This design comes from an exercise in tuning for small area, a short achievable clock period and few clock cycles per item on the open sky130 flow, not from production work. Function was checked by simulation only, so behaviour that the tests miss may differ from the original.

## sierra
Design ufe_corr, start of the top module:
module ufe_corr (
    input  wire               clk,
    input  wire               rst,           
    input  wire               in_valid,
    output wire               in_ready,
    input  wire signed [11:0] in_dn,
    input  wire signed [11:0] in_up,
    input  wire        [4:0]  cfg_lag_max,   
    input  wire        [14:0] cfg_peak_min,  
    output reg                done,
    output reg         [1:0]  pair_code,     
    output reg  signed [31:0] dt,
    output reg         [14:0] peak
);
For scale: roughly 11,000 cells after synthesis, about 2,400 flip-flops, about 98 I/O pins, about 120,000 um2 of cells after synthesis.
make LEC_CHECK=0 CAP_MARGIN=20 CORE_MARGIN=8 CORE_UTILIZATION=40 PLACE_DENSITY=0.6 SETUP_SLACK_MARGIN=0.4 SLEW_MARGIN=20 finish   # period 15.0 ns
run.sh (not shown) runs the stock make flow with config.mk's settings and CLKGATE_MAP_FILE= SYNTH_SCRIPT=/design/flow/synth_recipe.tcl, a recipe that flattens the netlist after the stock synthesis.
Testbench counts of sierra, summed over its fixed seeds: cycles 48,518, items 128.
Changes in onyx relative to sierra:
--- a/flow/design.v
+++ b/flow/design.v
@@ -15,13 +15,12 @@
     localparam CODE_OK      = 2'd0;
     localparam CODE_LOWCORR = 2'd2;
     localparam CODE_EDGE    = 2'd3;
     localparam ST_IDLE = 2'd0;               
     localparam ST_RUN  = 2'd1;               
     localparam ST_SCAN = 2'd2;               
-    localparam ST_START = 2'd3;              
     reg        [1:0]  st;
     reg               in_rdy;
     reg               x_v;                   
     reg        [5:0]  x_k;                   
     reg signed [11:0] x_dn, x_up;
     reg        [3:0]  c;                     
@@ -34,32 +33,23 @@
     reg               wv;                    
     reg        [5:0]  tc;                    
     reg        [4:0]  ss;                    
     reg               fh;                    
     assign in_ready = in_rdy;
     wire xfer = in_valid & in_rdy & ~rst;
-    reg        [4:0]  x_lag;                 
-    reg        [14:0] x_pmin;
-    reg               x_v0;                  
-    wire       ins = (x_v & (st == ST_RUN)) | x_v0;   
-    wire [4:0] L_new = (x_lag == 5'd0) ? 5'd1 :
-                       (x_lag > 5'd16) ? 5'd16 : x_lag;
+    wire [4:0] L_new = (cfg_lag_max == 5'd0) ? 5'd1 :
+                       (cfg_lag_max > 5'd16) ? 5'd16 : cfg_lag_max;
     wire [4:0] c_new5 = (L_new < 5'd4) ? 5'd3 : ((L_new + 5'd3) >> 1);
     wire [3:0] c_new = c_new5[3:0];
     wire [3:0] ce  = c - 4'd1;
     wire       bnd = (sl == ce);             
     wire       scan = (st == ST_SCAN);
     always @(posedge clk) begin
-        x_v    <= xfer;
-        x_lag  <= cfg_lag_max;
-        x_pmin <= cfg_peak_min;
-        x_v0   <= (st == ST_START);
-        if (xfer) begin
-            x_dn <= in_dn;
-            x_up <= in_up;
-        end
+        x_v  <= xfer;
+        x_dn <= in_dn;
+        x_up <= in_up;
         if (rst) begin
             st     <= ST_IDLE;
             in_rdy <= 1'b1;
             lastw  <= 1'b0;
             wv     <= 1'b0;
         end else begin
@@ -71,45 +61,41 @@
                 hx <= hx - 5'd1;
             end
             case (st)
             ST_IDLE: begin
                 in_rdy <= 1'b1;
                 if (xfer) begin
-                    st     <= ST_START;
+                    st     <= ST_RUN;
+                    c      <= c_new;
+                    sl     <= c_new - 4'd1;
+                    hx     <= {c_new, 1'b0} - 5'd1;
+                    L      <= L_new;
+                    pmin   <= cfg_peak_min;
+                    kin    <= 7'd1;
+                    x_k    <= 6'd0;
                     in_rdy <= 1'b0;
                 end
             end
-            ST_START: begin
-                st     <= ST_RUN;
-                c      <= c_new;
-                sl     <= c_new - 4'd1;
-                hx     <= {c_new, 1'b0} - 5'd1;
-                L      <= L_new;
-                pmin   <= x_pmin;
-                kin    <= 7'd1;
-                x_k    <= 6'd0;
-                in_rdy <= 1'b0;
-            end
             ST_RUN: begin
                 if (xfer) begin
                     kin <= kin + 7'd1;
                     x_k <= kin[5:0];
                 end
                 in_rdy <= (sl == 4'd1) && (kin != 7'd64);
                 if (bnd) begin
-                    wv    <= ins;
+                    wv    <= x_v;
                     tc    <= x_k;
-                    lastw <= ins && (x_k == 6'd63);
+                    lastw <= x_v && (x_k == 6'd63);
                     if (lastw) begin
                         st <= ST_SCAN;
                         ss <= {c, 1'b0} - 5'd2;
                         fh <= 1'b1;
                     end
                 end
             end
-            ST_SCAN: begin
+            default: begin                   
                 wv <= 1'b0;
                 ss <= ss - 5'd1;
                 fh <= (ss > {1'b0, c});
                 if (ss == 5'd0)
                     st <= ST_IDLE;
             end
@@ -117,13 +103,13 @@
         end
     end
     reg signed [11:0] hd [0:16];
     reg signed [11:0] hu [0:16];
     integer h;
     always @(posedge clk) begin
-        if (ins) begin
+        if (x_v) begin                       
             hd[0] <= x_dn;
             hu[0] <= x_up;
             for (h = 1; h <= 16; h = h + 1) begin
                 hd[h] <= hd[h-1];
                 hu[h] <= hu[h-1];
             end
Findings:
- Half-perimeter wire length of the detailed placement result: onyx vs sierra up about 1.7%
- Diff sierra -> onyx | average wire per standard cell | up slightly
- The setup slack of onyx is smaller than that of sierra.
- The flow did not stop early for onyx: all stages ran, and the layout cleared the timing, DRC and antenna checks.
- Compared with sierra, onyx shows a higher number of clock buffers inserted by TritonCTS.
- Diff sierra -> onyx | number of non-clock buffers | up by more than 10%
- Die footprint went down slightly going from sierra to onyx.
Testbench counts of onyx, summed over its fixed seeds: cycles 48,390, items 128.

what the ideal ports hide:
No port has a modelled driver above. Below, the same layouts with a new extraction and two added sets of constraints. Step 1: set_driving_cell puts a clkbuf_16 on clk and a buf_2 on each other input, an assumption about the parent block. Step 2, shift: input delay + t, output delay - t, t = (earliest + latest rising clock arrival at the registers) / 2. This alone moves slack from input paths to output paths. a / b / c = ideal ports / drivers / drivers and shift; a / b = the first two.
| run | t (ns) | setup slack, ns | worst setup path at the end |
|---|---|---|---|
| sierra | 0.956 | 9.806 / 9.718 / 9.312 | input to register |
| onyx | 0.995 | 9.572 / 9.476 / 9.431 | input to register |
After both steps every run listed still meets setup and hold. For sierra, which loses most, drivers alone change the setup slack by -0.088 ns; drivers and shift together by -0.494 ns.
